This is an optimization exercise on Yosys and OpenROAD, whose aim is small area, a short achievable clock period and few clock cycles per item, not a production implementation.
Function was checked by simulation only, so behaviour that the tests miss may differ from the original.
Power and IR drop assume default switching activity.

==> flow/design.v <==
module sha384_core (
    input  wire         clk,
    input  wire         rst,
    input  wire         in_valid,
    output wire         in_ready,
    input  wire [63:0]  in_data,      
    input  wire         in_first,     
    input  wire         in_last,      
    output reg          out_valid,
    output wire [383:0] digest        
);
    localparam [63:0] IV0 = 64'hcbbb9d5dc1059ed8, IV1 = 64'h629a292a367cd507, IV2 = 64'h9159015a3070dd17, IV3 = 64'h152fecd8f70e5939,
                      IV4 = 64'h67332667ffc00b31, IV5 = 64'h8eb44a8768581511, IV6 = 64'hdb0c2e0d64f98fa7, IV7 = 64'h47b5481dbefa4fa4;
    localparam [64*80-1:0] KTAB = {
        64'h6c44198c4a475817, 64'h5fcb6fab3ad6faec, 64'h597f299cfc657e2a, 64'h4cc5d4becb3e42b6,
        64'h431d67c49c100d4c, 64'h3c9ebe0a15c9bebc, 64'h32caab7b40c72493, 64'h28db77f523047d84,
        64'h1b710b35131c471b, 64'h113f9804bef90dae, 64'h0a637dc5a2c898a6, 64'h06f067aa72176fba,
        64'hf57d4f7fee6ed178, 64'heada7dd6cde0eb1e, 64'hd186b8c721c0c207, 64'hca273eceea26619c,
        64'hc67178f2e372532b, 64'hbef9a3f7b2c67915, 64'ha4506cebde82bde9, 64'h90befffa23631e28,
        64'h8cc702081a6439ec, 64'h84c87814a1f0ab72, 64'h78a5636f43172f60, 64'h748f82ee5defb2fc,
        64'h682e6ff3d6b2b8a3, 64'h5b9cca4f7763e373, 64'h4ed8aa4ae3418acb, 64'h391c0cb3c5c95a63,
        64'h34b0bcb5e19b48a8, 64'h2748774cdf8eeb99, 64'h1e376c085141ab53, 64'h19a4c116b8d2d0c8,
        64'h106aa07032bbd1b8, 64'hf40e35855771202a, 64'hd69906245565a910, 64'hd192e819d6ef5218,
        64'hc76c51a30654be30, 64'hc24b8b70d0f89791, 64'ha81a664bbc423001, 64'ha2bfe8a14cf10364,
        64'h92722c851482353b, 64'h81c2c92e47edaee6, 64'h766a0abb3c77b2a8, 64'h650a73548baf63de,
        64'h53380d139d95b3df, 64'h4d2c6dfc5ac42aed, 64'h2e1b21385c26c926, 64'h27b70a8546d22ffc,
        64'h142929670a0e6e70, 64'h06ca6351e003826f, 64'hd5a79147930aa725, 64'hc6e00bf33da88fc2,
        64'hbf597fc7beef0ee4, 64'hb00327c898fb213f, 64'ha831c66d2db43210, 64'h983e5152ee66dfab,
        64'h76f988da831153b5, 64'h5cb0a9dcbd41fbd4, 64'h4a7484aa6ea6e483, 64'h2de92c6f592b0275,
        64'h240ca1cc77ac9c65, 64'h0fc19dc68b8cd5b5, 64'hefbe4786384f25e3, 64'he49b69c19ef14ad2,
        64'hc19bf174cf692694, 64'h9bdc06a725c71235, 64'h80deb1fe3b1696b1, 64'h72be5d74f27b896f,
        64'h550c7dc3d5ffb4e2, 64'h243185be4ee4b28c, 64'h12835b0145706fbe, 64'hd807aa98a3030242,
        64'hab1c5ed5da6d8118, 64'h923f82a4af194f9b, 64'h59f111f1b605d019, 64'h3956c25bf348b538,
        64'he9b5dba58189dbbc, 64'hb5c0fbcfec4d3b2f, 64'h7137449123ef65cd, 64'h428a2f98d728ae22
    };
    function automatic [63:0] rotr(input [63:0] x, input integer n);
        rotr = (x >> n) | (x << (64 - n));
    endfunction
    reg  [3:0] ph;                
    reg  [3:0] dph;               
    reg  [4:0] wcnt;              
    reg        nfirst, nlast;     
    reg        busy;              
    reg  [6:0] cnt;               
    reg        rnd, fin, sch;     
    reg        kpre;              
    reg        hfin;              
    reg        efin;              
    reg        cfirst, clast;     
    wire word0_ok = (ph[1:0] == 2'd0) && (!busy || cnt >= 7'd68);
    assign in_ready = (wcnt == 5'd0) ? word0_ok
                                     : (!wcnt[4] && dph == wcnt[3:0]);
    wire acc   = in_valid && in_ready;
    wire full  = wcnt[4] || (wcnt == 5'd15 && acc);
    wire free  = !busy || cnt == 7'd83;
    wire start = full && dph == 4'd15 && free;
    reg [1023:0] w;               
    reg [63:0] a, b, c, d, e, f;
    reg [63:0] xs, xc;
    reg [63:0] ha0, ha1, ha2, ha3, he0, he1, he2, he3;    
    reg [63:0] hkw;               
    reg  [63:0] kval;
    reg  [63:0] krom;             
    always @* begin
        case (cnt)
            7'd0: krom = KTAB[192 +: 64];
            7'd1: krom = KTAB[256 +: 64];
            7'd2: krom = KTAB[320 +: 64];
            7'd3: krom = KTAB[384 +: 64];
            7'd4: krom = KTAB[448 +: 64];
            7'd5: krom = KTAB[512 +: 64];
            7'd6: krom = KTAB[576 +: 64];
            7'd7: krom = KTAB[640 +: 64];
            7'd8: krom = KTAB[704 +: 64];
            7'd9: krom = KTAB[768 +: 64];
            7'd10: krom = KTAB[832 +: 64];
            7'd11: krom = KTAB[896 +: 64];
            7'd12: krom = KTAB[960 +: 64];
            7'd13: krom = KTAB[1024 +: 64];
            7'd14: krom = KTAB[1088 +: 64];
            7'd15: krom = KTAB[1152 +: 64];
            7'd16: krom = KTAB[1216 +: 64];
            7'd17: krom = KTAB[1280 +: 64];
            7'd18: krom = KTAB[1344 +: 64];
            7'd19: krom = KTAB[1408 +: 64];
            7'd20: krom = KTAB[1472 +: 64];
            7'd21: krom = KTAB[1536 +: 64];
            7'd22: krom = KTAB[1600 +: 64];
            7'd23: krom = KTAB[1664 +: 64];
            7'd24: krom = KTAB[1728 +: 64];
            7'd25: krom = KTAB[1792 +: 64];
            7'd26: krom = KTAB[1856 +: 64];
            7'd27: krom = KTAB[1920 +: 64];
            7'd28: krom = KTAB[1984 +: 64];
            7'd29: krom = KTAB[2048 +: 64];
            7'd30: krom = KTAB[2112 +: 64];
            7'd31: krom = KTAB[2176 +: 64];
            7'd32: krom = KTAB[2240 +: 64];
            7'd33: krom = KTAB[2304 +: 64];
            7'd34: krom = KTAB[2368 +: 64];
            7'd35: krom = KTAB[2432 +: 64];
            7'd36: krom = KTAB[2496 +: 64];
            7'd37: krom = KTAB[2560 +: 64];
            7'd38: krom = KTAB[2624 +: 64];
            7'd39: krom = KTAB[2688 +: 64];
            7'd40: krom = KTAB[2752 +: 64];
            7'd41: krom = KTAB[2816 +: 64];
            7'd42: krom = KTAB[2880 +: 64];
            7'd43: krom = KTAB[2944 +: 64];
            7'd44: krom = KTAB[3008 +: 64];
            7'd45: krom = KTAB[3072 +: 64];
            7'd46: krom = KTAB[3136 +: 64];
            7'd47: krom = KTAB[3200 +: 64];
            7'd48: krom = KTAB[3264 +: 64];
            7'd49: krom = KTAB[3328 +: 64];
            7'd50: krom = KTAB[3392 +: 64];
            7'd51: krom = KTAB[3456 +: 64];
            7'd52: krom = KTAB[3520 +: 64];
            7'd53: krom = KTAB[3584 +: 64];
            7'd54: krom = KTAB[3648 +: 64];
            7'd55: krom = KTAB[3712 +: 64];
            7'd56: krom = KTAB[3776 +: 64];
            7'd57: krom = KTAB[3840 +: 64];
            7'd58: krom = KTAB[3904 +: 64];
            7'd59: krom = KTAB[3968 +: 64];
            7'd60: krom = KTAB[4032 +: 64];
            7'd61: krom = KTAB[4096 +: 64];
            7'd62: krom = KTAB[4160 +: 64];
            7'd63: krom = KTAB[4224 +: 64];
            7'd64: krom = KTAB[4288 +: 64];
            7'd65: krom = KTAB[4352 +: 64];
            7'd66: krom = KTAB[4416 +: 64];
            7'd67: krom = KTAB[4480 +: 64];
            7'd68: krom = KTAB[4544 +: 64];
            7'd69: krom = KTAB[4608 +: 64];
            7'd70: krom = KTAB[4672 +: 64];
            7'd71: krom = KTAB[4736 +: 64];
            7'd72: krom = KTAB[4800 +: 64];
            7'd73: krom = KTAB[4864 +: 64];
            7'd74: krom = KTAB[4928 +: 64];
            7'd75: krom = KTAB[4992 +: 64];
            7'd76: krom = KTAB[5056 +: 64];
            7'd81: krom = KTAB[0 +: 64];
            7'd82: krom = KTAB[64 +: 64];
            default: krom = KTAB[128 +: 64];
        endcase
    end
    wire [63:0] e_in;
    wire [63:0] bsig1 = rotr(e_in, 14) ^ rotr(e_in, 18) ^ rotr(e_in, 41);
    wire [63:0] ch    = (e_in & e) ^ (~e_in & f);
    wire [63:0] bsig0 = rotr(a, 28) ^ rotr(a, 34) ^ rotr(a, 39);
    wire [63:0] maj   = (a & b) ^ (a & c) ^ (b & c);
    wire [63:0] xs_d  = hkw ^ bsig1 ^ ch;
    wire [63:0] xc_d  = {(hkw[62:0] & bsig1[62:0]) | (hkw[62:0] & ch[62:0]) | (bsig1[62:0] & ch[62:0]), 1'b0};
    wire [63:0] es = xs ^ xc ^ d;
    wire [63:0] ec = {(xs[62:0] & xc[62:0]) | (xs[62:0] & d[62:0]) | (xc[62:0] & d[62:0]), 1'b0};
    wire [63:0] as1 = xs ^ xc ^ maj;
    wire [63:0] ac1 = {(xs[62:0] & xc[62:0]) | (xs[62:0] & maj[62:0]) | (xc[62:0] & maj[62:0]), 1'b0};
    wire [63:0] as2 = as1 ^ ac1 ^ bsig0;
    wire [63:0] ac2 = {(as1[62:0] & ac1[62:0]) | (as1[62:0] & bsig0[62:0]) | (ac1[62:0] & bsig0[62:0]), 1'b0};
    wire [63:0] e_new, a_new;
    sk_add64 u_eadd (.x(es), .y(ec), .s(e_new));
    sk_add64 u_aadd (.x(as2), .y(ac2), .s(a_new));
    wire [63:0] w0  = w[0 +: 64];
    wire [63:0] ssig0 = rotr(w[64 +: 64], 1) ^ rotr(w[64 +: 64], 8) ^ (w[64 +: 64] >> 7);
    wire [63:0] ssig1 = rotr(w[896 +: 64], 19) ^ rotr(w[896 +: 64], 61) ^ (w[896 +: 64] >> 6);
    wire [63:0] ws1 = ssig1 ^ w[576 +: 64] ^ ssig0;
    wire [63:0] wc1 = {(ssig1[62:0] & w[576 +: 63]) | (ssig1[62:0] & ssig0[62:0]) | (w[576 +: 63] & ssig0[62:0]), 1'b0};
    wire [63:0] ws2 = ws1 ^ wc1 ^ w0;
    wire [63:0] wc2 = {(ws1[62:0] & wc1[62:0]) | (ws1[62:0] & w0[62:0]) | (wc1[62:0] & w0[62:0]), 1'b0};
    wire [63:0] wnext;
    sk_add64 u_wadd (.x(ws2), .y(wc2), .s(wnext));
    wire [63:0] w_in  = acc ? in_data : (sch ? wnext : w0);
    reg [63:0] iva, ive, ivr;
    always @* begin
        case (ph[1:0])
            2'd0: begin iva = IV3; ive = IV7; ivr = IV6; end
            2'd1: begin iva = IV2; ive = IV6; ivr = IV5; end
            2'd2: begin iva = IV1; ive = IV5; ivr = IV4; end
            default: begin iva = IV0; ive = IV4; ivr = IV7; end
        endcase
    end
    wire        ldh  = rnd && cfirst;
    wire [63:0] hba  = ha3;
    wire [63:0] suma;             
    sk_add64 u_fadd (.x(d), .y(hba), .s(suma));
    wire [63:0] ya   = fin ? suma : (ldh ? iva : ha3);
    wire [63:0] ye   = efin ? hkw : (ldh ? ivr : he3);
    wire [63:0] w2k = hfin ? 64'd0 : w[191:128];
    wire [63:0] ks1 = f ^ kval ^ w2k;
    wire [63:0] kc1 = {(f[62:0] & kval[62:0]) | (f[62:0] & w2k[62:0]) | (kval[62:0] & w2k[62:0]), 1'b0};
    wire [63:0] hkw_d;
    sk_add64 u_hadd (.x(ks1), .y(kc1), .s(hkw_d));
    wire        ldiv = (wcnt != 5'd0) && nfirst;
    assign e_in   = rnd ? e_new : (ldiv ? ive : he0);
    assign digest = {ha0, ha1, ha2, ha3, he1, he2};
    always @(posedge clk) begin
        w   <= {w_in, w[1023:64]};
        hkw <= hkw_d;
        kval <= kpre ? he1
              : (!busy && dph == 4'd13) ? KTAB[0 +: 64]
              : (!busy && dph == 4'd14) ? KTAB[64 +: 64] : krom;
        xs  <= xs_d;
        xc  <= xc_d;
        a <= rnd ? a_new : (ldiv ? iva : ya);
        b <= a; c <= b; d <= c;
        e <= e_in;
        f <= e;
        ha0 <= ya; ha1 <= ha0; ha2 <= ha1; ha3 <= ha2;
        he0 <= ye; he1 <= he0; he2 <= he1; he3 <= he2;
    end
    always @(posedge clk) begin
        if (rst) begin
            ph        <= 4'd0;
            dph       <= 4'd0;
            wcnt      <= 5'd0;
            busy      <= 1'b0;
            cnt       <= 7'd83;
            rnd       <= 1'b0;
            fin       <= 1'b0;
            sch       <= 1'b0;
            kpre      <= 1'b0;
            hfin      <= 1'b0;
            efin      <= 1'b0;
            out_valid <= 1'b0;
        end else begin
            ph  <= ph + 4'd1;
            dph <= (acc && wcnt == 5'd0) ? 4'd1 : dph + 4'd1;
            if (acc && wcnt == 5'd0) begin
                nfirst <= in_first;
                nlast  <= in_last;
            end
            if (start)
                wcnt <= 5'd0;
            else if (acc)
                wcnt <= wcnt + 5'd1;
            out_valid <= fin && cnt == 7'd83 && clast;
            if (start) begin
                busy   <= 1'b1;
                cnt    <= 7'd0;
                rnd    <= 1'b1;
                fin    <= 1'b0;
                sch    <= 1'b1;
                kpre   <= 1'b0;
                hfin   <= 1'b0;
                efin   <= 1'b0;
                cfirst <= nfirst;
                clast  <= nlast;
            end else if (busy && cnt != 7'd83) begin
                cnt <= cnt + 7'd1;
                rnd <= cnt < 7'd79;
                fin <= cnt >= 7'd79;
                sch <= cnt < 7'd63;
                kpre <= cnt >= 7'd76 && cnt <= 7'd79;
                hfin <= cnt >= 7'd77 && cnt <= 7'd80;
                efin <= cnt >= 7'd78 && cnt <= 7'd81;
            end else begin
                busy <= 1'b0;
                rnd  <= 1'b0;
                fin  <= 1'b0;
                sch  <= 1'b0;
                kpre <= 1'b0;
                hfin <= 1'b0;
                efin <= 1'b0;
            end
        end
    end
endmodule
module sk_add64 (input wire [63:0] x, input wire [63:0] y, output wire [63:0] s);
    wire [63:0] p0 = x ^ y;
    wire [63:0] g0 = x & y;
    wire g_0 = g0[1] | (p0[1] & g0[0]);
    wire g_1 = g0[3] | (p0[3] & g0[2]);
    wire p_1 = p0[3] & p0[2];
    wire g_2 = g0[5] | (p0[5] & g0[4]);
    wire p_2 = p0[5] & p0[4];
    wire g_3 = g0[7] | (p0[7] & g0[6]);
    wire p_3 = p0[7] & p0[6];
    wire g_4 = g0[9] | (p0[9] & g0[8]);
    wire p_4 = p0[9] & p0[8];
    wire g_5 = g0[11] | (p0[11] & g0[10]);
    wire p_5 = p0[11] & p0[10];
    wire g_6 = g0[13] | (p0[13] & g0[12]);
    wire p_6 = p0[13] & p0[12];
    wire g_7 = g0[15] | (p0[15] & g0[14]);
    wire p_7 = p0[15] & p0[14];
    wire g_8 = g0[17] | (p0[17] & g0[16]);
    wire p_8 = p0[17] & p0[16];
    wire g_9 = g0[19] | (p0[19] & g0[18]);
    wire p_9 = p0[19] & p0[18];
    wire g_10 = g0[21] | (p0[21] & g0[20]);
    wire p_10 = p0[21] & p0[20];
    wire g_11 = g0[23] | (p0[23] & g0[22]);
    wire p_11 = p0[23] & p0[22];
    wire g_12 = g0[25] | (p0[25] & g0[24]);
    wire p_12 = p0[25] & p0[24];
    wire g_13 = g0[27] | (p0[27] & g0[26]);
    wire p_13 = p0[27] & p0[26];
    wire g_14 = g0[29] | (p0[29] & g0[28]);
    wire p_14 = p0[29] & p0[28];
    wire g_15 = g0[31] | (p0[31] & g0[30]);
    wire p_15 = p0[31] & p0[30];
    wire g_16 = g0[33] | (p0[33] & g0[32]);
    wire p_16 = p0[33] & p0[32];
    wire g_17 = g0[35] | (p0[35] & g0[34]);
    wire p_17 = p0[35] & p0[34];
    wire g_18 = g0[37] | (p0[37] & g0[36]);
    wire p_18 = p0[37] & p0[36];
    wire g_19 = g0[39] | (p0[39] & g0[38]);
    wire p_19 = p0[39] & p0[38];
    wire g_20 = g0[41] | (p0[41] & g0[40]);
    wire p_20 = p0[41] & p0[40];
    wire g_21 = g0[43] | (p0[43] & g0[42]);
    wire p_21 = p0[43] & p0[42];
    wire g_22 = g0[45] | (p0[45] & g0[44]);
    wire p_22 = p0[45] & p0[44];
    wire g_23 = g0[47] | (p0[47] & g0[46]);
    wire p_23 = p0[47] & p0[46];
    wire g_24 = g0[49] | (p0[49] & g0[48]);
    wire p_24 = p0[49] & p0[48];
    wire g_25 = g0[51] | (p0[51] & g0[50]);
    wire p_25 = p0[51] & p0[50];
    wire g_26 = g0[53] | (p0[53] & g0[52]);
    wire p_26 = p0[53] & p0[52];
    wire g_27 = g0[55] | (p0[55] & g0[54]);
    wire p_27 = p0[55] & p0[54];
    wire g_28 = g0[57] | (p0[57] & g0[56]);
    wire p_28 = p0[57] & p0[56];
    wire g_29 = g0[59] | (p0[59] & g0[58]);
    wire p_29 = p0[59] & p0[58];
    wire g_30 = g0[61] | (p0[61] & g0[60]);
    wire p_30 = p0[61] & p0[60];
    wire g_31 = g0[63] | (p0[63] & g0[62]);
    wire p_31 = p0[63] & p0[62];
    wire g_32 = g0[2] | (p0[2] & g_0);
    wire g_33 = g_1 | (p_1 & g_0);
    wire g_34 = g0[6] | (p0[6] & g_2);
    wire p_34 = p0[6] & p_2;
    wire g_35 = g_3 | (p_3 & g_2);
    wire p_35 = p_3 & p_2;
    wire g_36 = g0[10] | (p0[10] & g_4);
    wire p_36 = p0[10] & p_4;
    wire g_37 = g_5 | (p_5 & g_4);
    wire p_37 = p_5 & p_4;
    wire g_38 = g0[14] | (p0[14] & g_6);
    wire p_38 = p0[14] & p_6;
    wire g_39 = g_7 | (p_7 & g_6);
    wire p_39 = p_7 & p_6;
    wire g_40 = g0[18] | (p0[18] & g_8);
    wire p_40 = p0[18] & p_8;
    wire g_41 = g_9 | (p_9 & g_8);
    wire p_41 = p_9 & p_8;
    wire g_42 = g0[22] | (p0[22] & g_10);
    wire p_42 = p0[22] & p_10;
    wire g_43 = g_11 | (p_11 & g_10);
    wire p_43 = p_11 & p_10;
    wire g_44 = g0[26] | (p0[26] & g_12);
    wire p_44 = p0[26] & p_12;
    wire g_45 = g_13 | (p_13 & g_12);
    wire p_45 = p_13 & p_12;
    wire g_46 = g0[30] | (p0[30] & g_14);
    wire p_46 = p0[30] & p_14;
    wire g_47 = g_15 | (p_15 & g_14);
    wire p_47 = p_15 & p_14;
    wire g_48 = g0[34] | (p0[34] & g_16);
    wire p_48 = p0[34] & p_16;
    wire g_49 = g_17 | (p_17 & g_16);
    wire p_49 = p_17 & p_16;
    wire g_50 = g0[38] | (p0[38] & g_18);
    wire p_50 = p0[38] & p_18;
    wire g_51 = g_19 | (p_19 & g_18);
    wire p_51 = p_19 & p_18;
    wire g_52 = g0[42] | (p0[42] & g_20);
    wire p_52 = p0[42] & p_20;
    wire g_53 = g_21 | (p_21 & g_20);
    wire p_53 = p_21 & p_20;
    wire g_54 = g0[46] | (p0[46] & g_22);
    wire p_54 = p0[46] & p_22;
    wire g_55 = g_23 | (p_23 & g_22);
    wire p_55 = p_23 & p_22;
    wire g_56 = g0[50] | (p0[50] & g_24);
    wire p_56 = p0[50] & p_24;
    wire g_57 = g_25 | (p_25 & g_24);
    wire p_57 = p_25 & p_24;
    wire g_58 = g0[54] | (p0[54] & g_26);
    wire p_58 = p0[54] & p_26;
    wire g_59 = g_27 | (p_27 & g_26);
    wire p_59 = p_27 & p_26;
    wire g_60 = g0[58] | (p0[58] & g_28);
    wire p_60 = p0[58] & p_28;
    wire g_61 = g_29 | (p_29 & g_28);
    wire p_61 = p_29 & p_28;
    wire g_62 = g0[62] | (p0[62] & g_30);
    wire p_62 = p0[62] & p_30;
    wire g_63 = g_31 | (p_31 & g_30);
    wire p_63 = p_31 & p_30;
    wire g_64 = g0[4] | (p0[4] & g_33);
    wire g_65 = g_2 | (p_2 & g_33);
    wire g_66 = g_34 | (p_34 & g_33);
    wire g_67 = g_35 | (p_35 & g_33);
    wire g_68 = g0[12] | (p0[12] & g_37);
    wire p_68 = p0[12] & p_37;
    wire g_69 = g_6 | (p_6 & g_37);
    wire p_69 = p_6 & p_37;
    wire g_70 = g_38 | (p_38 & g_37);
    wire p_70 = p_38 & p_37;
    wire g_71 = g_39 | (p_39 & g_37);
    wire p_71 = p_39 & p_37;
    wire g_72 = g0[20] | (p0[20] & g_41);
    wire p_72 = p0[20] & p_41;
    wire g_73 = g_10 | (p_10 & g_41);
    wire p_73 = p_10 & p_41;
    wire g_74 = g_42 | (p_42 & g_41);
    wire p_74 = p_42 & p_41;
    wire g_75 = g_43 | (p_43 & g_41);
    wire p_75 = p_43 & p_41;
    wire g_76 = g0[28] | (p0[28] & g_45);
    wire p_76 = p0[28] & p_45;
    wire g_77 = g_14 | (p_14 & g_45);
    wire p_77 = p_14 & p_45;
    wire g_78 = g_46 | (p_46 & g_45);
    wire p_78 = p_46 & p_45;
    wire g_79 = g_47 | (p_47 & g_45);
    wire p_79 = p_47 & p_45;
    wire g_80 = g0[36] | (p0[36] & g_49);
    wire p_80 = p0[36] & p_49;
    wire g_81 = g_18 | (p_18 & g_49);
    wire p_81 = p_18 & p_49;
    wire g_82 = g_50 | (p_50 & g_49);
    wire p_82 = p_50 & p_49;
    wire g_83 = g_51 | (p_51 & g_49);
    wire p_83 = p_51 & p_49;
    wire g_84 = g0[44] | (p0[44] & g_53);
    wire p_84 = p0[44] & p_53;
    wire g_85 = g_22 | (p_22 & g_53);
    wire p_85 = p_22 & p_53;
    wire g_86 = g_54 | (p_54 & g_53);
    wire p_86 = p_54 & p_53;
    wire g_87 = g_55 | (p_55 & g_53);
    wire p_87 = p_55 & p_53;
    wire g_88 = g0[52] | (p0[52] & g_57);
    wire p_88 = p0[52] & p_57;
    wire g_89 = g_26 | (p_26 & g_57);
    wire p_89 = p_26 & p_57;
    wire g_90 = g_58 | (p_58 & g_57);
    wire p_90 = p_58 & p_57;
    wire g_91 = g_59 | (p_59 & g_57);
    wire p_91 = p_59 & p_57;
    wire g_92 = g0[60] | (p0[60] & g_61);
    wire p_92 = p0[60] & p_61;
    wire g_93 = g_30 | (p_30 & g_61);
    wire p_93 = p_30 & p_61;
    wire g_94 = g_62 | (p_62 & g_61);
    wire p_94 = p_62 & p_61;
    wire g_95 = g_63 | (p_63 & g_61);
    wire p_95 = p_63 & p_61;
    wire g_96 = g0[8] | (p0[8] & g_67);
    wire g_97 = g_4 | (p_4 & g_67);
    wire g_98 = g_36 | (p_36 & g_67);
    wire g_99 = g_37 | (p_37 & g_67);
    wire g_100 = g_68 | (p_68 & g_67);
    wire g_101 = g_69 | (p_69 & g_67);
    wire g_102 = g_70 | (p_70 & g_67);
    wire g_103 = g_71 | (p_71 & g_67);
    wire g_104 = g0[24] | (p0[24] & g_75);
    wire p_104 = p0[24] & p_75;
    wire g_105 = g_12 | (p_12 & g_75);
    wire p_105 = p_12 & p_75;
    wire g_106 = g_44 | (p_44 & g_75);
    wire p_106 = p_44 & p_75;
    wire g_107 = g_45 | (p_45 & g_75);
    wire p_107 = p_45 & p_75;
    wire g_108 = g_76 | (p_76 & g_75);
    wire p_108 = p_76 & p_75;
    wire g_109 = g_77 | (p_77 & g_75);
    wire p_109 = p_77 & p_75;
    wire g_110 = g_78 | (p_78 & g_75);
    wire p_110 = p_78 & p_75;
    wire g_111 = g_79 | (p_79 & g_75);
    wire p_111 = p_79 & p_75;
    wire g_112 = g0[40] | (p0[40] & g_83);
    wire p_112 = p0[40] & p_83;
    wire g_113 = g_20 | (p_20 & g_83);
    wire p_113 = p_20 & p_83;
    wire g_114 = g_52 | (p_52 & g_83);
    wire p_114 = p_52 & p_83;
    wire g_115 = g_53 | (p_53 & g_83);
    wire p_115 = p_53 & p_83;
    wire g_116 = g_84 | (p_84 & g_83);
    wire p_116 = p_84 & p_83;
    wire g_117 = g_85 | (p_85 & g_83);
    wire p_117 = p_85 & p_83;
    wire g_118 = g_86 | (p_86 & g_83);
    wire p_118 = p_86 & p_83;
    wire g_119 = g_87 | (p_87 & g_83);
    wire p_119 = p_87 & p_83;
    wire g_120 = g0[56] | (p0[56] & g_91);
    wire p_120 = p0[56] & p_91;
    wire g_121 = g_28 | (p_28 & g_91);
    wire p_121 = p_28 & p_91;
    wire g_122 = g_60 | (p_60 & g_91);
    wire p_122 = p_60 & p_91;
    wire g_123 = g_61 | (p_61 & g_91);
    wire p_123 = p_61 & p_91;
    wire g_124 = g_92 | (p_92 & g_91);
    wire p_124 = p_92 & p_91;
    wire g_125 = g_93 | (p_93 & g_91);
    wire p_125 = p_93 & p_91;
    wire g_126 = g_94 | (p_94 & g_91);
    wire p_126 = p_94 & p_91;
    wire g_127 = g_95 | (p_95 & g_91);
    wire p_127 = p_95 & p_91;
    wire g_128 = g0[16] | (p0[16] & g_103);
    wire g_129 = g_8 | (p_8 & g_103);
    wire g_130 = g_40 | (p_40 & g_103);
    wire g_131 = g_41 | (p_41 & g_103);
    wire g_132 = g_72 | (p_72 & g_103);
    wire g_133 = g_73 | (p_73 & g_103);
    wire g_134 = g_74 | (p_74 & g_103);
    wire g_135 = g_75 | (p_75 & g_103);
    wire g_136 = g_104 | (p_104 & g_103);
    wire g_137 = g_105 | (p_105 & g_103);
    wire g_138 = g_106 | (p_106 & g_103);
    wire g_139 = g_107 | (p_107 & g_103);
    wire g_140 = g_108 | (p_108 & g_103);
    wire g_141 = g_109 | (p_109 & g_103);
    wire g_142 = g_110 | (p_110 & g_103);
    wire g_143 = g_111 | (p_111 & g_103);
    wire g_144 = g0[48] | (p0[48] & g_119);
    wire p_144 = p0[48] & p_119;
    wire g_145 = g_24 | (p_24 & g_119);
    wire p_145 = p_24 & p_119;
    wire g_146 = g_56 | (p_56 & g_119);
    wire p_146 = p_56 & p_119;
    wire g_147 = g_57 | (p_57 & g_119);
    wire p_147 = p_57 & p_119;
    wire g_148 = g_88 | (p_88 & g_119);
    wire p_148 = p_88 & p_119;
    wire g_149 = g_89 | (p_89 & g_119);
    wire p_149 = p_89 & p_119;
    wire g_150 = g_90 | (p_90 & g_119);
    wire p_150 = p_90 & p_119;
    wire g_151 = g_91 | (p_91 & g_119);
    wire p_151 = p_91 & p_119;
    wire g_152 = g_120 | (p_120 & g_119);
    wire p_152 = p_120 & p_119;
    wire g_153 = g_121 | (p_121 & g_119);
    wire p_153 = p_121 & p_119;
    wire g_154 = g_122 | (p_122 & g_119);
    wire p_154 = p_122 & p_119;
    wire g_155 = g_123 | (p_123 & g_119);
    wire p_155 = p_123 & p_119;
    wire g_156 = g_124 | (p_124 & g_119);
    wire p_156 = p_124 & p_119;
    wire g_157 = g_125 | (p_125 & g_119);
    wire p_157 = p_125 & p_119;
    wire g_158 = g_126 | (p_126 & g_119);
    wire p_158 = p_126 & p_119;
    wire g_159 = g_127 | (p_127 & g_119);
    wire p_159 = p_127 & p_119;
    wire g_160 = g0[32] | (p0[32] & g_143);
    wire g_161 = g_16 | (p_16 & g_143);
    wire g_162 = g_48 | (p_48 & g_143);
    wire g_163 = g_49 | (p_49 & g_143);
    wire g_164 = g_80 | (p_80 & g_143);
    wire g_165 = g_81 | (p_81 & g_143);
    wire g_166 = g_82 | (p_82 & g_143);
    wire g_167 = g_83 | (p_83 & g_143);
    wire g_168 = g_112 | (p_112 & g_143);
    wire g_169 = g_113 | (p_113 & g_143);
    wire g_170 = g_114 | (p_114 & g_143);
    wire g_171 = g_115 | (p_115 & g_143);
    wire g_172 = g_116 | (p_116 & g_143);
    wire g_173 = g_117 | (p_117 & g_143);
    wire g_174 = g_118 | (p_118 & g_143);
    wire g_175 = g_119 | (p_119 & g_143);
    wire g_176 = g_144 | (p_144 & g_143);
    wire g_177 = g_145 | (p_145 & g_143);
    wire g_178 = g_146 | (p_146 & g_143);
    wire g_179 = g_147 | (p_147 & g_143);
    wire g_180 = g_148 | (p_148 & g_143);
    wire g_181 = g_149 | (p_149 & g_143);
    wire g_182 = g_150 | (p_150 & g_143);
    wire g_183 = g_151 | (p_151 & g_143);
    wire g_184 = g_152 | (p_152 & g_143);
    wire g_185 = g_153 | (p_153 & g_143);
    wire g_186 = g_154 | (p_154 & g_143);
    wire g_187 = g_155 | (p_155 & g_143);
    wire g_188 = g_156 | (p_156 & g_143);
    wire g_189 = g_157 | (p_157 & g_143);
    wire g_190 = g_158 | (p_158 & g_143);
    wire g_191 = g_159 | (p_159 & g_143);
    assign s = p0 ^ {g_190, g_189, g_188, g_187, g_186, g_185, g_184, g_183, g_182, g_181, g_180, g_179, g_178, g_177, g_176, g_175, g_174, g_173, g_172, g_171, g_170, g_169, g_168, g_167, g_166, g_165, g_164, g_163, g_162, g_161, g_160, g_143, g_142, g_141, g_140, g_139, g_138, g_137, g_136, g_135, g_134, g_133, g_132, g_131, g_130, g_129, g_128, g_103, g_102, g_101, g_100, g_99, g_98, g_97, g_96, g_67, g_66, g_65, g_64, g_33, g_32, g_0, g0[0], 1'b0};
endmodule
==> flow/flow/run.sh <==
#!/bin/bash
set -euo pipefail
bash standard.sh SETUP_SLACK_MARGIN=8 finish > orfs_make.log 2>&1
==> flow/standard.sh <==
#!/bin/bash
# synth_recipe.tcl (not shown) runs the flow's synth.tcl, then flattens the netlist and writes it again
# the make line also repeats each setting of config.mk as NAME=value (left out here)
make -C /OpenROAD-flow-scripts/flow DESIGN_CONFIG=/design/flow/config.mk WORK_HOME=/design/flow/orfs CLKGATE_MAP_FILE= SYNTH_SCRIPT=/design/flow/synth_recipe.tcl "${@:-finish}"
==> flow/config.mk <==
export PLATFORM = sky130hd
export DESIGN_NAME = sha384_core
export DESIGN_NICKNAME = sha384_core
export VERILOG_FILES = /design/flow/design.v
export SDC_FILE = /design/flow/constraint.sdc
export NUM_CORES = 4
export LEC_CHECK = 0
export CAP_MARGIN = 20
export CORE_MARGIN = 2
export CORE_UTILIZATION = 40
export CTS_CLUSTER_DIAMETER = 100
export CTS_CLUSTER_SIZE = 20
export SLEW_MARGIN = 20
export SYNTH_MEMORY_MAX_BITS = 16384
==> flow/constraint.sdc <==
create_clock -name core_clock -period 13.0 [get_ports {clk}]
set_input_delay 2.6000 -clock core_clock [delete_from_list [all_inputs] [get_ports {clk}]]
set_output_delay 2.6000 -clock core_clock [all_outputs]
set_load 0.01 [all_outputs]
==> impl_metrics.tcl, run 1 <==
set metrics [dict create \
    outcome "timing/DRC/antenna clean" \
    p_sw_frac 0.4216 \
    syn_area_per_cell_um2 11.13 \
    wl_per_cell_um 32.18 \
    maxCapViolations 0 \
    hold_start "w[223]" \
    tightestPinTransition_ns 1.234 \
    rr_endpoint "kval[26]" \
    hold_buffers 0 \
    drtIter0Drc 5381 \
    relSlewSlack 0.1776 \
    die_h_um 467.8 \
    clock_latency_ns 0.84 \
    power.static_leakage_nw 41.92 \
    p_int_mw 17.29 \
    hold-path-cell-count 0 \
    drive_above_1_share 0.09156 \
    die_w_um 467.8 \
    cts.sinks 2205 \
    synthTopCellsByArea "dfxtp_1, fa_1, xnor2_1" \
    critPathKind "reg -> reg" \
    root_buffer "clkbuf_16" \
    ys_seq_elements 2205 \
    grt_pass1_wl_um 486400 \
    crit_arrival_ns 5.79 \
    fin_nets 9131 \
    timing.setup.tns_ns 0 \
    cts_tree "yes" \
    cts_max_level 4 \
    synthFlopType "dfxtp_1" \
    coreArea_um2 214200 \
    seqPwrFrac 0.319 \
    ios 455 \
    required_ns 13.69 \
    viasPerCell 5.397 \
    hold_violations 0 \
    start_util 0.4018 \
    synth_xor_area_frac 0.07847 \
    worst_clock_skew_ns 0.05887 \
    areaGrowthSynthToFinish_pct 16.43 \
    reg2reg_depth 11 \
    worst_setup_path_end_kind "register" \
    routabilityCongestion 0.9891 \
    syn_nets 8623 \
    netlist_instances 7731 \
    path_clk_slew_ns 0.08 \
    yosys.area.top_type_share 0.5120 \
    final.setup.worst_slack_ns 7.901 \
    post-route-drc-count 0 \
    rsz0062_at_grt "true" \
    post-dp-hpwl_um 283000 \
    setup_violations 0 \
    fp.dieArea_um2 218900 \
    drt.antenna.violating_nets 0 \
    cts_buffers 136 \
    synth-adder-area-share 0.1616 \
    grt_use_total 0.3216 \
    wl_um 358000 \
    synth_compound_area_frac 0.1287 \
    async_flop_share 0 \
    cp_max_fo 14 \
    min_period_over_period 0.3922 \
    synthMuxAreaShare 0.01355 \
    synth_edf_count 4 \
    first_global_vias 60164 \
    drv_slew 0 \
    min_period_ns 5.099 \
    clock_path_buffers 3 \
    seq_area_frac_synth 0.5134 \
    power_density_nw_per_um2 298.3 \
    num_rows 170 \
    ir_drop_v 0.0005378 \
    clkPwrFrac 0.146 \
    regMostFlops "w" \
    r2r_start "cnt[1]" \
    largest_reg_flops 1024 \
    final_common_cell "dfxtp_1" \
    switchingPower_mw 12.60 \
    overflow 0 \
    hp-class "reg -> reg" \
    synthSimpleGateAreaFrac 0.07219 \
    first_pass_iters 7 \
    yosys_warnings 1 \
    cp-start-kind "register" \
    place_ws_ns 7.135 \
    synth_top_family_by_area "adder cells" \
    grt_start_max_net_pins 102 \
    portBuffers 454 \
    fill_cells 19553 \
    ff2ff_setup_slack_ns 7.90 \
    comb_power_share 0.535 \
    ys_types 91 \
    via_count 60044 \
    yosysTopAreaCell "dfxtp_1" \
    netlist_area_um2 86060 \
    antenna_found_initial 14 \
    min_to "w[159]" \
    mostFrequentLayoutCells "dfxtp_1, a21oi_1, xnor2_1, nand2_1, fa_1" \
    max_freq_mhz 196.1 \
]
==> worst max path at each step <==
stage                     startpoint        to  slack, ns  cells after the start
final                         cnt[1]  kval[26]       7.90                     11
after global routing           w[91]   w[1020]       7.75                     21
after CTS                     cnt[2]  in_ready       7.77                      8
after detailed placement        hfin   hkw[63]       7.13                     18
after global placement         a[25]     a[63]       7.02                     18
after floorplan                w[85]   w[1018]       8.52                     19
==> Yosys cell counts, types with 117 or more instances <==
cell type / count
inv_1: 448
nor2b_1: 117
a21o_1: 161
nor2_1: 316
a211oi_1: 122
xor2_1: 187
fa_1: 467
xnor2_1: 584
a21oi_1: 541
clkbuf_1: 225
nand2_1: 476
nor3_1: 121
o21ai_0: 411
dfxtp_1: 2201
ha_1: 356
==> power by group through the flow <==
stage          sequential (mW)  combinational (mW)  clock [mW]
2_1_floorplan             8.98                10.9           0
3_3_place_gp              9.62                14.4           0
3_5_place_dp              9.65                14.6           0
4_1_cts                   9.53                15.1        4.47
5_1_grt                   9.67                17.6        4.71
6_report                  9.53                16.0        4.38
==> repair_timing <==
item                                    CTS  global route
resized for setup                       167           135
gates cloned                              2             1
endpoints found under the setup margin  165           100
pin swaps                                18            46
endpoints found under the hold margin     0             0
setup buffers                            16            23
==> area by class of cell <==
type	instances	area [um^2]	share of cell area
clock buffer	144	3453	0.03446
antenna	9	22.52	0.0002248
clock inverter	34	583.1	0.005819
sequential	2205	44370	0.4428
tap	2838	3551	0.03544
timing repair buffer	653	6233	0.06221
inverter	451	1695	0.01692
multi-input combinational	4792	40300	0.4022
==> worst max-delay path: stages, from the launching register on <==
cell      delay [ns]
dfxtp_2         0.34
inv_1           0.34
buf_4           0.36
ha_1            0.81
inv_1           0.47
nor2_1          0.80
nor2_1          0.36
a21oi_1         0.37
o211ai_1        0.22
o311a_1         0.24
o221ai_1        0.47
a21oi_1         0.13
==> logic make-up after synthesis <==
logic type / after synthesis
AO/OA/AOI/OAI: 1748
XOR/XNOR: 771
adder cells (fa/ha/maj): 833
buffers and inverters: 734
flip-flops: 2205
multiplexers: 106
AND/OR/NAND/NOR: 1334
==> metrics by stage <==
step / total power [mW] / area [um^2] / instances / utilization / hold WS [ns]
2_1_floorplan: 19.87 / 86060 / 7731 / - / 0.3096
3_3_place_gp: 24.03 / 94400 / 10894 / 0.4407 / 0.3095
3_5_place_dp: 24.22 / 94440 / 10897 / 0.4409 / 0.3121
4_1_cts: 29.12 / 99420 / 11093 / 0.4642 / 0.2892
5_1_grt: 32.01 / 100200 / 11117 / 0.4677 / 0.2959
6_report: 29.89 / 100200 / 11126 / 0.4678 / 0.2937
==> per-layer routing <==
layer | up-vias | routed length (um) | share of wire | GRT usage
li1 | 27134 | - | - | -
met4 | 4 | 29090 | 0.081 | 0.2162
met3 | 695 | 19640 | 0.055 | 0.04234
met5 | - | 28 | 0.000078 | 0
met2 | 2471 | 164000 | 0.46 | 0.5217
met1 | 29740 | 145200 | 0.41 | 0.4000
Testbench counts, summed over its fixed seeds: cycles 25,500, blocks 300.
==> run 2, diff against run 1 <==
==> flow/flow/run.sh (replaced) <==
#!/bin/bash
set -euo pipefail
bash standard.sh SETUP_SLACK_MARGIN=8.5 finish > orfs_make.log 2>&1
==> run 2 against run 1 <==
  * Critical path depth grew 9
  * Via count grew 1.7%
  * Still clean
  * Clock power is essentially flat
  * Synthesized area is the same
  * Final cell count grew 1.5%
  * Critical path type unchanged
==> impl_metrics.tcl, run 2 <==
set metrics [dict create \
    outcome "timing/DRC/antenna clean" \
    netlist_instances 7731 \
    p_sw_frac 0.4200 \
    startpoint "w[913]" \
    hold_start "w[223]" \
    fin_nets 9301 \
    crit_arrival_ns 5.69 \
    async_flop_share 0 \
    areaGrowthSynthToFinish_pct 22.27 \
    hold_violations 0 \
    largest_reg_flops 1024 \
    relSlewSlack 0.2575 \
    cp_top_family "adder cells" \
    yosys_warnings 1 \
    cp_max_fo 4 \
    num_rows 170 \
    min_period_over_period 0.3831 \
    netlist_area_um2 86060 \
    cts.sinks 2205 \
    drt.antenna.violating_nets 0 \
    final_cell_area_um2 105200 \
    r2r_start "w[913]" \
    portBuffers 454 \
    max_freq_mhz 200.8 \
    worst-path-buf-inv 4 \
    drv_slew 0 \
    start_util 0.4018 \
    comb_power_share 0.566 \
    synthFlopType "dfxtp_1" \
    cts_buffers 136 \
    synth_edf_count 4 \
    switchingPower_mw 13.48 \
    seqPwrFrac 0.298 \
    ios 455 \
    min_period_ns 4.980 \
    post-route-drc-count 0 \
    antenna_found_initial 19 \
    clkPwrFrac 0.137 \
    via_count 61071 \
    p_int_mw 18.61 \
    die_w_um 467.8 \
    power.static_leakage_nw 43.77 \
    root_buffer "clkbuf_16" \
    maxCapViolations 0 \
    ys_seq_elements 2205 \
    cts_tree "yes" \
    fill_cells 19041 \
    synthTopCellsByArea "dfxtp_1, fa_1, xnor2_1" \
    rsz0062_at_grt "true" \
    yosysTopAreaCell "dfxtp_1" \
    seq_area_frac_synth 0.5134 \
    first_pass_iters 6 \
    ir_drop_v 0.0006021 \
    setup_violations 0 \
    final_common_cell "dfxtp_1" \
    coreArea_um2 214200 \
    path_clk_slew_ns 0.09 \
    first_global_vias 61224 \
    fp.dieArea_um2 218900 \
    grt_use_total 0.3265 \
    worst_clock_skew_ns 0.05913 \
    slowest_stage "or4_4" \
    dpl_cell_area_um2 94440 \
    post-dp-hpwl_um 283000 \
    ys_top_cells_by_count "dfxtp_1, xnor2_1, a21oi_1, nand2_1, fa_1" \
    viasPerCell 5.407 \
    wl_um 364500 \
    drive_above_1_share 0.1716 \
    ys_types 91 \
    regMostFlops "w" \
    crit_chain "xnor2_1 -> fa_1 -> inv_1 -> fa_1 -> inv_2 -> ha_4 -> nand4_1 -> nor3_2 -> and4b_1 -> a222oi_1 -> buf_4 -> a21boi_4 -> a31oi_1 -> buf_4 -> or4_4 -> a21oi_4 -> a31o_4 -> a21o_1 -> a211o_1 -> nand3_1" \
    overflow 0 \
    power_density_nw_per_um2 305.0 \
    hp-class "reg -> reg" \
    grt_pass1_wl_um 494200 \
    synth_most_common_cell "dfxtp_1" \
    required_ns 13.71 \
    critPathKind "reg -> reg" \
    timing.setup.tns_ns 0 \
    worst_setup_path_end_kind "register" \
    grt_start_max_net_pins 102 \
    cts_max_level 4 \
    die_h_um 467.8 \
    yosys.area.top_type_share 0.5120 \
    mostFrequentLayoutCells "dfxtp_1, a21oi_1, nand2_1, fa_1, clkdlybuf4s50_1" \
    drtIter0Drc 5128 \
    cp-start-kind "register" \
    whs_ns 0.2920 \
    routabilityCongestion 0.9891 \
    tightestPinTransition_ns 1.108 \
    syn_nets 8623 \
    clock_path_buffers 3 \
    wl_per_cell_um 32.27 \
    clock_latency_ns 0.85 \
    cpPeakStageDelay_ns 0.57 \
    syn_area_per_cell_um2 11.13 \
]
==> run 2: cell counts after synthesis <==
No cell type changed its count.
==> run 2: metrics by stage <==
| stage | setup slack [ns] | cells | util | total power [mW] |
|---|---|---|---|---|
| after floorplan | 8.517 | 7731 | - | 19.87 |
| after global placement | 7.018 | 10894 | 0.4407 | 24.03 |
| after detailed placement | 7.135 | 10897 | 0.4409 | 24.22 |
| after CTS | 8.121 | 11194 | 0.4786 | 30.79 |
| after global routing | 7.842 | 11287 | 0.4912 | 34.23 |
| final | 8.020 | 11294 | 0.4912 | 32.09 |
==> run 2: per-layer routing <==
metal,global-route usage,wire (um),up-vias,part of all wire
met4,0.2354,32930,4,0.090
met3,0.04618,20150,767,0.055
li1,-,-,27459,-
met5,0,32,-,0.000088
met1,0.4012,145700,30315,0.40
met2,0.5257,165700,2526,0.45
==> run 2: power by group through the flow <==
stage,combinational (mW),clock (mW),sequential [mW]
6_report,18.2,4.39,9.55
4_1_cts,16.8,4.47,9.55
5_1_grt,19.8,4.71,9.69
2_1_floorplan,10.9,0,8.98
3_5_place_dp,14.6,0,9.65
3_3_place_gp,14.4,0,9.62
==> run 2: cell type report <==
class / count / area [um^2] / area share
Inverter: 451 / 1705 / 0.01621
Timing Repair Buffer: 823 / 7933 / 0.07539
Clock inverter: 34 / 583.1 / 0.005541
Sequential cell: 2205 / 44760 / 0.4254
Tap cell: 2838 / 3551 / 0.03375
Antenna cell: 7 / 17.52 / 0.0001665
Clock buffer: 144 / 3453 / 0.03282
Multi-Input combinational cell: 4792 / 43220 / 0.4107
==> run 2: worst paths after layout <==
check	endpoint	slack, ns	cells past startpoint
max	w[1018]	8.02	20
min reg2reg	w[159]	0.29	0
max reg2reg	w[1018]	8.02	20
min	w[159]	0.29	0
==> run 2: logic make-up after synthesis <==
kind of cell / synth area share
AO/OA/AOI/OAI: 0.1287
buffers and inverters: 0.03212
AND/OR/NAND/NOR: 0.07219
multiplexers: 0.01355
flip-flops: 0.5134
XOR/XNOR: 0.07847
adder cells (fa/ha/maj): 0.1616
==> run 2: repair_timing <==
item | 4_1_cts | 5_1_grt
buffers inserted | 114 | 91
endpoints found under the hold margin | 0 | 0
gates cloned | 5 | 2
resized for setup | 736 | 385
setup endpoints to repair | 353 | 193
hold buffers | 0 | 0
pin swaps | 180 | 216
==> run 3, diff against run 2 <==
--- a/flow/design.v
+++ b/flow/design.v
@@ -47,13 +47,18 @@
     reg        hfin;              
     reg        efin;              
     reg        cfirst, clast;     
-    wire word0_ok = (ph[1:0] == 2'd0) && (!busy || cnt >= 7'd68);
-    assign in_ready = (wcnt == 5'd0) ? word0_ok
-                                     : (!wcnt[4] && dph == wcnt[3:0]);
-    wire acc   = in_valid && in_ready;
+    reg  rdy;
+    assign in_ready = rdy;
+    wire acc   = in_valid && rdy;
     wire full  = wcnt[4] || (wcnt == 5'd15 && acc);
     wire free  = !busy || cnt == 7'd83;
     wire start = full && dph == 4'd15 && free;
+    wire       run_n  = busy && cnt != 7'd83;      
+    wire [4:0] wcnt_n = start ? 5'd0 : acc ? wcnt + 5'd1 : wcnt;
+    wire [3:0] dph_n  = (acc && wcnt == 5'd0) ? 4'd1 : dph + 4'd1;
+    wire [1:0] ph_n   = ph[1:0] + 2'd1;
+    wire       w0ok_n = ph_n == 2'd0 && !start && (!run_n || cnt >= 7'd67);
+    wire       rdy_n  = (wcnt_n == 5'd0) ? w0ok_n : (!wcnt_n[4] && dph_n == wcnt_n[3:0]);
     reg [1023:0] w;               
     reg [63:0] a, b, c, d, e, f;
     reg [63:0] xs, xc;
@@ -162,14 +167,16 @@
     sk_add64 u_eadd (.x(es), .y(ec), .s(e_new));
     sk_add64 u_aadd (.x(as2), .y(ac2), .s(a_new));
     wire [63:0] w0  = w[0 +: 64];
-    wire [63:0] ssig0 = rotr(w[64 +: 64], 1) ^ rotr(w[64 +: 64], 8) ^ (w[64 +: 64] >> 7);
-    wire [63:0] ssig1 = rotr(w[896 +: 64], 19) ^ rotr(w[896 +: 64], 61) ^ (w[896 +: 64] >> 6);
-    wire [63:0] ws1 = ssig1 ^ w[576 +: 64] ^ ssig0;
-    wire [63:0] wc1 = {(ssig1[62:0] & w[576 +: 63]) | (ssig1[62:0] & ssig0[62:0]) | (w[576 +: 63] & ssig0[62:0]), 1'b0};
-    wire [63:0] ws2 = ws1 ^ wc1 ^ w0;
-    wire [63:0] wc2 = {(ws1[62:0] & wc1[62:0]) | (ws1[62:0] & w0[62:0]) | (wc1[62:0] & w0[62:0]), 1'b0};
+    wire [63:0] wp1 = w[64 +: 64], wp2 = w[128 +: 64], wp10 = w[640 +: 64], wp15 = w[960 +: 64];
+    wire [63:0] ssig0 = rotr(wp2, 1) ^ rotr(wp2, 8) ^ (wp2 >> 7);
+    wire [63:0] ssig1 = rotr(wp15, 19) ^ rotr(wp15, 61) ^ (wp15 >> 6);
+    wire [63:0] ws1 = ssig1 ^ wp10 ^ ssig0;
+    wire [63:0] wc1 = {(ssig1[62:0] & wp10[62:0]) | (ssig1[62:0] & ssig0[62:0]) | (wp10[62:0] & ssig0[62:0]), 1'b0};
+    wire [63:0] ws2 = ws1 ^ wc1 ^ wp1;
+    wire [63:0] wc2 = {(ws1[62:0] & wc1[62:0]) | (ws1[62:0] & wp1[62:0]) | (wc1[62:0] & wp1[62:0]), 1'b0};
+    reg  [63:0] ws, wc;
     wire [63:0] wnext;
-    sk_add64 u_wadd (.x(ws2), .y(wc2), .s(wnext));
+    sk_add64 u_wadd (.x(ws), .y(wc), .s(wnext));
     wire [63:0] w_in  = acc ? in_data : (sch ? wnext : w0);
     reg [63:0] iva, ive, ivr;
     always @* begin
@@ -196,6 +203,8 @@
     assign digest = {ha0, ha1, ha2, ha3, he1, he2};
     always @(posedge clk) begin
         w   <= {w_in, w[1023:64]};
+        ws  <= ws2;
+        wc  <= wc2;
         hkw <= hkw_d;
         kval <= kpre ? he1
               : (!busy && dph == 4'd13) ? KTAB[0 +: 64]
@@ -222,18 +231,17 @@
             kpre      <= 1'b0;
             hfin      <= 1'b0;
             efin      <= 1'b0;
+            rdy       <= 1'b1;
             out_valid <= 1'b0;
         end else begin
             ph  <= ph + 4'd1;
-            dph <= (acc && wcnt == 5'd0) ? 4'd1 : dph + 4'd1;
+            dph <= dph_n;
+            rdy <= rdy_n;
             if (acc && wcnt == 5'd0) begin
                 nfirst <= in_first;
                 nlast  <= in_last;
             end
-            if (start)
-                wcnt <= 5'd0;
-            else if (acc)
-                wcnt <= wcnt + 5'd1;
+            wcnt <= wcnt_n;
             out_valid <= fin && cnt == 7'd83 && clast;
             if (start) begin
                 busy   <= 1'b1;
==> run 3 against run 2 <==
  * Still clean on timing, DRC and antenna
  * Hold slack improved by 0.015 ns
  * Sequential share of layout area rose by 1.6 points
  * Register-to-register slack improved by 0.26 ns
  * Die area up 3.8%
  * Flip-flop and latch count rose by 128
==> impl_metrics.tcl, run 3 <==
set metrics [dict create \
    ys_seq_elements 2333 \
    clock_latency_ns 0.84 \
    seq_area_frac_synth 0.5233 \
    portBuffers 454 \
    cp_max_fo 5 \
    wl_um 363300 \
    synthFlopType "dfxtp_1" \
    synthSimpleGateAreaFrac 0.07069 \
    path_clk_slew_ns 0.08 \
    ios 455 \
    cp-start-kind "register" \
    setup_violations 0 \
    async_flop_share 0 \
    slowest_stage "fa_1" \
    tightestPinTransition_ns 1.305 \
    synth_most_common_cell "dfxtp_1" \
    synthMuxAreaShare 0.01235 \
    drv_slew 0 \
    worst_setup_path_end_kind "register" \
    drtIter0Drc 5703 \
    mostFrequentLayoutCells "dfxtp_1, a21oi_1, nand2_1, xnor2_1, clkdlybuf4s50_1" \
    cts_buffers 140 \
    max_freq_mhz 212.0 \
    rsz0062_at_grt "true" \
    cp_top_family "compound AO/OA/AOI/OAI gates" \
    drt.antenna.violating_nets 0 \
    routabilityCongestion 1.023 \
    place_inst 11239 \
    root_buffer "clkbuf_16" \
    start_util 0.4022 \
    antenna_found_initial 28 \
    relSlewSlack 0.1284 \
    largest_reg_flops 1024 \
    die_w_um 476.6 \
    maxCapViolations 0 \
    syn_nets 8857 \
    cts_tree "yes" \
    critPathKind "reg -> reg" \
    synthTopCellsByArea "dfxtp_1, fa_1, xnor2_1" \
    hold_buffers 0 \
    min_period_ns 4.716 \
    post-dp-hpwl_um 279200 \
    fill_cells 20176 \
    timing.setup.tns_ns 0 \
    layout.cells.non_filler 11577 \
    required_ns 13.71 \
    synth-adder-area-share 0.1559 \
    num_rows 173 \
    netlist_area_um2 89330 \
    hp-class "reg -> reg" \
    first_pass_iters 8 \
    power_density_nw_per_um2 233.3 \
    grt_use_total 0.3114 \
    synth_compound_area_frac 0.1347 \
    coreArea_um2 222100 \
    yosysTopAreaCell "dfxtp_1" \
    ys_types 110 \
    worst_clock_skew_ns 0.07382 \
    overflow 0 \
    post-route-drc-count 0 \
    ys_top_cells_by_count "dfxtp_1, a21oi_1, xnor2_1, nand2_1, fa_1" \
    clock_path_buffers 3 \
    synth_xor_area_frac 0.07261 \
    syn_area_per_cell_um2 11.22 \
    yosys_warnings 1 \
    grt_start_max_net_pins 99 \
    cpPeakStageDelay_ns 0.58 \
    crit_arrival_ns 5.43 \
    crit_chain "fa_1 -> ha_4 -> a21oi_2 -> a31oi_2 -> a221oi_4 -> nand3_4 -> o2111ai_4 -> a2111oi_4 -> or2_4 -> a21o_4 -> a2111oi_4 -> a221oi_4 -> buf_4 -> buf_12 -> xnor2_4 -> fa_1" \
    first_global_vias 62633 \
    final_common_cell "dfxtp_1" \
    ff2ff_setup_slack_ns 8.28 \
    min_period_over_period 0.3628 \
    fin_nets 9448 \
    grt_pass1_wl_um 496200 \
    outcome "timing/DRC/antenna clean" \
    cts_max_level 4 \
    areaGrowthSynthToFinish_pct 19.57 \
    viasPerCell 5.447 \
    ir_drop_v 0.0001640 \
    synth_top_family_by_area "adder cells" \
    worst-path-buf-inv 2 \
    netlist_instances 7963 \
    drive_above_1_share 0.1368 \
    die_h_um 476.6 \
    wl_per_cell_um 31.38 \
    cts.sinks 2333 \
    hold_violations 0 \
    yosys.area.top_type_share 0.5219 \
    regMostFlops "w" \
    power.static_leakage_nw 44.00 \
    fp.dieArea_um2 227100 \
    synth_edf_count 4 \
    via_count 63060 \
]
## run 3: changes by cell type in the layout (fill, tap and decap cells not counted), moves of 25 or more
cell,change
ha_1,+30
o21ai_0,+60
nor3_1,-32
nand3_1,+25
dfxtp_1,+196
dfxtp_4,-30
xnor2_2,-54
dfxtp_2,-38
a21oi_1,+50
buf_4,-54
## run 3: layout make-up
| cell class | count | area (um^2) | share of cell area |
|---|---|---|---|
| flip-flops and latches | 2333 | 47160 | 0.4416 |
| multi-input cells | 4906 | 42910 | 0.4018 |
| diodes | 11 | 27.53 | 0.0002577 |
| clock buffers | 153 | 3603 | 0.03374 |
| clock inverters | 26 | 568.0 | 0.005318 |
| repair buffers | 746 | 7194 | 0.06736 |
| inverters | 427 | 1618 | 0.01515 |
| well taps | 2975 | 3722 | 0.03485 |
## run 3: final timing paths
kind | depth (start not counted) | endpoint | start
min | 0 | w[792] | w[856]
min reg2reg | 0 | w[792] | w[856]
max | 16 | xs[19] | d[15]
max reg2reg | 16 | xs[19] | d[15]
## run 3: through the flow
stage | util | hold slack, ns | power [mW] | cell area [um^2] | setup WS, ns
2_1_floorplan | - | 0.3096 | 15.76 | 89330 | 8.625
3_3_place_gp | 0.4399 | 0.3096 | 18.46 | 97700 | 7.102
3_5_place_dp | 0.4400 | 0.3121 | 18.64 | 97710 | 7.574
4_1_cts | 0.4713 | 0.3034 | 24.02 | 104700 | 8.279
5_1_grt | 0.4808 | 0.3074 | 26.44 | 106800 | 8.186
6_report | 0.4809 | 0.3066 | 24.92 | 106800 | 8.284
## run 3: worst register-to-register path, cell delays in order (launching register included)
cell	delay, ns
dfxtp_2	0.36
fa_1	0.59
ha_4	0.23
a21oi_2	0.21
a31oi_2	0.17
a221oi_4	0.42
nand3_4	0.17
o2111ai_4	0.35
a2111oi_4	0.14
or2_4	0.29
a21o_4	0.23
a2111oi_4	0.39
a221oi_4	0.06
buf_4	0.17
buf_12	0.14
xnor2_4	0.25
fa_1	0.45
## run 3: power by group
group | internal (mW) | switching (mW)
Clock | 2.11 | 2.50
Combinational | 4.88 | 6.08
Sequential | 8.34 | 1.01
Total | 15.3 | 9.59
## run 3: logic make-up after synthesis
logic type	Yosys count
adder cells (fa/ha/maj)	835
AO/OA/AOI/OAI	1876
flip-flops	2333
buffers and inverters	725
AND/OR/NAND/NOR	1357
multiplexers	98
XOR/XNOR	739
## run 3: timing repair
| action | 4_1_cts | 5_1_grt |
|---|---|---|
| pin swaps | 112 | 136 |
| gates resized for setup | 514 | 293 |
| endpoints found under the setup margin | 295 | 167 |
| buffers inserted | 67 | 78 |
| cloned | 2 | 1 |
## run 3: metal layers
layer | GRT usage | wire, um | vias up
met5 | 0 | 55 | -
met4 | 0.2138 | 31030 | 6
met3 | 0.04915 | 22890 | 811
met2 | 0.4937 | 162800 | 2794
met1 | 0.3905 | 146500 | 31249
li1 | - | - | 28200
Testbench counts of run 3, summed over its fixed seeds: cycles 25,500, blocks 300.
==> run 4, diff against run 3 <==
--- a/flow/config.mk
+++ b/flow/config.mk
@@ -7,7 +7,7 @@
 export LEC_CHECK = 0
 export CAP_MARGIN = 20
 export CORE_MARGIN = 2
-export CORE_UTILIZATION = 40
+export CORE_UTILIZATION = 50
 export CTS_CLUSTER_DIAMETER = 100
 export CTS_CLUSTER_SIZE = 20
 export SLEW_MARGIN = 20
==> run 4 against run 3 <==
  * Cell area shrank 1.2%
  * Power about the same
  * Largest power group unchanged
  * Sequential share of layout area increased by 0.48 points
  * Clock skew shrank 0.022 ns
  * Routed wire length decreased by 1.5%
  * Non-clock buffer count is 11 lower
  * Core utilization up 11 points
  * Critical endpoint unchanged
  * Global-route usage increased by 7.2 points
  * Register-to-register slack got worse by 0.10 ns
  * Combinational power about the same
  * First-iteration DRC count grew 4.2%
  * Largest cell class unchanged
==> impl_metrics.tcl, run 4 <==
set metrics [dict create \
    cpPeakStageDelay_ns 0.49 \
    whs_ns 0.2871 \
    die_w_um 426.7 \
    slowest_stage "fa_2" \
    synth_edf_count 4 \
    cts_tree "yes" \
    die_h_um 426.7 \
    yosysTopAreaCell "dfxtp_1" \
    ir_drop_v 0.0001774 \
    relSlewSlack 0.1753 \
    overflow 0 \
    outcome "timing/DRC/antenna clean" \
    maxCapViolations 0 \
    timing.setup.tns_ns 0 \
    cts_buffers 136 \
    cp_common_cell "a21o_1" \
    drive_above_1_share 0.1335 \
    regMostFlops "w" \
    num_rows 155 \
    min_to "w[255]" \
    root_buffer "clkbuf_16" \
    tightestPinTransition_ns 1.237 \
    final_common_cell "dfxtp_1" \
    post-route-drc-count 0 \
    syn_area_per_cell_um2 11.22 \
    cp_max_fo 4 \
    yosys_warnings 1 \
    crit_chain "fa_1 -> ha_1 -> a21o_1 -> a21o_1 -> a21oi_2 -> o21ai_1 -> a221o_1 -> and2_2 -> or2_4 -> a21o_4 -> a2111oi_4 -> a221oi_4 -> buf_4 -> buf_12 -> xnor2_4 -> fa_2" \
    start_util 0.5018 \
    coreArea_um2 178000 \
    largest_reg_flops 1024 \
    ios 455 \
    first_global_vias 62407 \
    first_pass_iters 6 \
    cts.sinks 2333 \
    cts_max_level 4 \
    min_period_over_period 0.3706 \
    synthFlopType "dfxtp_1" \
    ys_seq_elements 2333 \
    hold_start "w[319]" \
    path_clk_slew_ns 0.08 \
    critPathKind "reg -> reg" \
    netlist_area_um2 89330 \
    fill_cells 14383 \
    drtIter0Drc 5943 \
    fin_nets 9434 \
    async_flop_share 0 \
    mostFrequentLayoutCells "dfxtp_1, a21oi_1, nand2_1, clkdlybuf4s50_1, xnor2_1" \
    r2r_start "xc[48]" \
    seq_area_frac_synth 0.5233 \
    grt_start_max_net_pins 111 \
    clock_latency_ns 0.85 \
    rr_endpoint "xs[19]" \
    grt_use_total 0.3836 \
    crit_arrival_ns 5.53 \
    worst-path-buf-inv 2 \
    viasPerCell 5.830 \
    drt.antenna.violating_nets 0 \
    antenna_found_initial 22 \
    setup_violations 0 \
    required_ns 13.72 \
    fp.dieArea_um2 182100 \
    wl_per_cell_um 32.75 \
    power_density_nw_per_um2 235.9 \
    hp-class "reg -> reg" \
    power_mw 24.90 \
    areaGrowthSynthToFinish_pct 18.19 \
    ys_types 110 \
    synth_most_common_cell "dfxtp_1" \
    grt_pass1_wl_um 484000 \
    wl_um 357800 \
    min_period_ns 4.818 \
    hold_violations 0 \
    netlist_instances 7963 \
    routabilityCongestion 1.053 \
    portBuffers 454 \
    synthTopCellsByArea "dfxtp_1, fa_1, xnor2_1" \
    worst_setup_path_end_kind "register" \
    max_freq_mhz 207.5 \
    clock_path_buffers 3 \
    drv_slew 0 \
    hold-path-cell-count 0 \
    power.static_leakage_nw 43.79 \
    worst_clock_skew_ns 0.05147 \
    ff2ff_setup_slack_ns 8.18 \
    rsz0062_at_grt "true" \
    ys_top_cells_by_count "dfxtp_1, a21oi_1, xnor2_1, nand2_1, fa_1" \
    post-dp-hpwl_um 273500 \
    cp-start-kind "register" \
    syn_nets 8857 \
    cp_top_family "compound AO/OA/AOI/OAI gates" \
    utilization 0.5930 \
    reg2reg_depth 16 \
    via_count 63686 \
    yosys.area.top_type_share 0.5219 \
]
[run 4: cell counts after synthesis]
Identical to the previous run, type by type.
[run 4: through the flow]
step | cells | cell area (um^2) | setup WS, ns
2_1_floorplan | 7963 | 89330 | 8.625
3_3_place_gp | 10607 | 96810 | 7.002
3_5_place_dp | 10608 | 96840 | 7.468
4_1_cts | 10846 | 103300 | 8.294
5_1_grt | 10916 | 105600 | 8.075
6_report | 10923 | 105600 | 8.182
[run 4: cells by family after synthesis]
group | after synthesis | share of synthesized area
AND/OR/NAND/NOR | 1357 | 0.07069
buffers and inverters | 725 | 0.03048
multiplexers | 98 | 0.01235
XOR/XNOR | 739 | 0.07261
adder cells (fa/ha/maj) | 835 | 0.1559
AO/OA/AOI/OAI | 1876 | 0.1347
flip-flops | 2333 | 0.5233
[run 4: layout make-up]
cell class	count	area [um^2]	area share
Inverter	427	1620	0.01535
Clock inverter	21	445.4	0.004219
Multi-Input combinational cell	4907	42940	0.4067
Timing Repair Buffer	735	7053	0.06680
Antenna cell	7	17.52	0.0001659
Tap cell	2355	2947	0.02791
Sequential cell	2333	47130	0.4464
Clock buffer	138	3421	0.03240
[run 4: worst max path at each step]
stage / from / endpoint / slack [ns] / depth (start not counted)
floorplan: a[7] / a[62] / 8.62 / 18
global placement: d[2] / xs[40] / 7.00 / 14
detailed placement: in_valid / rdy / 7.47 / 11
CTS: xc[4] / xs[48] / 8.29 / 17
global route: d[30] / xs[21] / 8.08 / 16
finish: xc[48] / xs[19] / 8.18 / 16
[run 4: what timing repair did]
item,4_1_cts,5_1_grt
resized for setup,466,336
gates cloned,0,3
pin swaps,109,149
hold buffers,0,0
buffers inserted,79,67
endpoints found under the setup margin,277,169
[run 4: worst register-to-register path, cell delays in order, from the launching register on]
cell	delay (ns)
dfxtp_1	0.46
fa_1	0.48
ha_1	0.27
a21o_1	0.20
a21o_1	0.23
a21oi_2	0.24
o21ai_1	0.14
a221o_1	0.38
and2_2	0.27
or2_4	0.29
a21o_4	0.24
a2111oi_4	0.34
a221oi_4	0.07
buf_4	0.19
buf_12	0.14
xnor2_4	0.24
fa_2	0.50
[run 4: power breakdown]
group / switching (mW) / internal, mW / leakage [nW]
clock network: 2.44 / 1.96 / 1.86
logic: 6.22 / 4.92 / 22.5
registers: 1.03 / 8.34 / 19.4
total: 9.68 / 15.2 / 43.8
[run 4: per-layer routing]
layer,global-route usage,up-vias,wire length [um]
met1,0.4665,31450,137000
met3,0.06175,919,24540
met4,0.2885,8,32490
met2,0.6140,3150,163600
met5,0,-,58
li1,-,28159,-

[port drivers added, routing unchanged]
Ports are ideal in the flow. The routed layouts listed here were re-timed in OpenROAD.
Step 1: set_driving_cell puts a clkbuf_16 on clk and a buf_2 on each other input, an assumption about the parent block.
Step 2 also shifts input and output timing later by t, the mid clock arrival at the registers, as if the neighbouring blocks saw the same clock.
Slacks: no drivers / after step 1 / after step 2; pairs: no drivers / after step 1.
run | shift t [ns] | setup WS [ns] | worst register clock-pin slew, ns
run 1 | 0.908 | 7.901 / 7.901 / 7.901 | 0.09 / 0.09
run 2 | 0.911 | 8.020 / 8.020 / 8.020 | 0.09 / 0.09
run 3 | 0.897 | 8.284 / 8.284 / 7.866 | 0.10 / 0.10
run 4 | 0.921 | 8.182 / 8.182 / 8.017 | 0.09 / 0.09
After both steps every run listed still meets setup and hold. The setup slack of run 3, which loses most, moves by 0.000 ns with the drivers and by -0.418 ns with both steps.
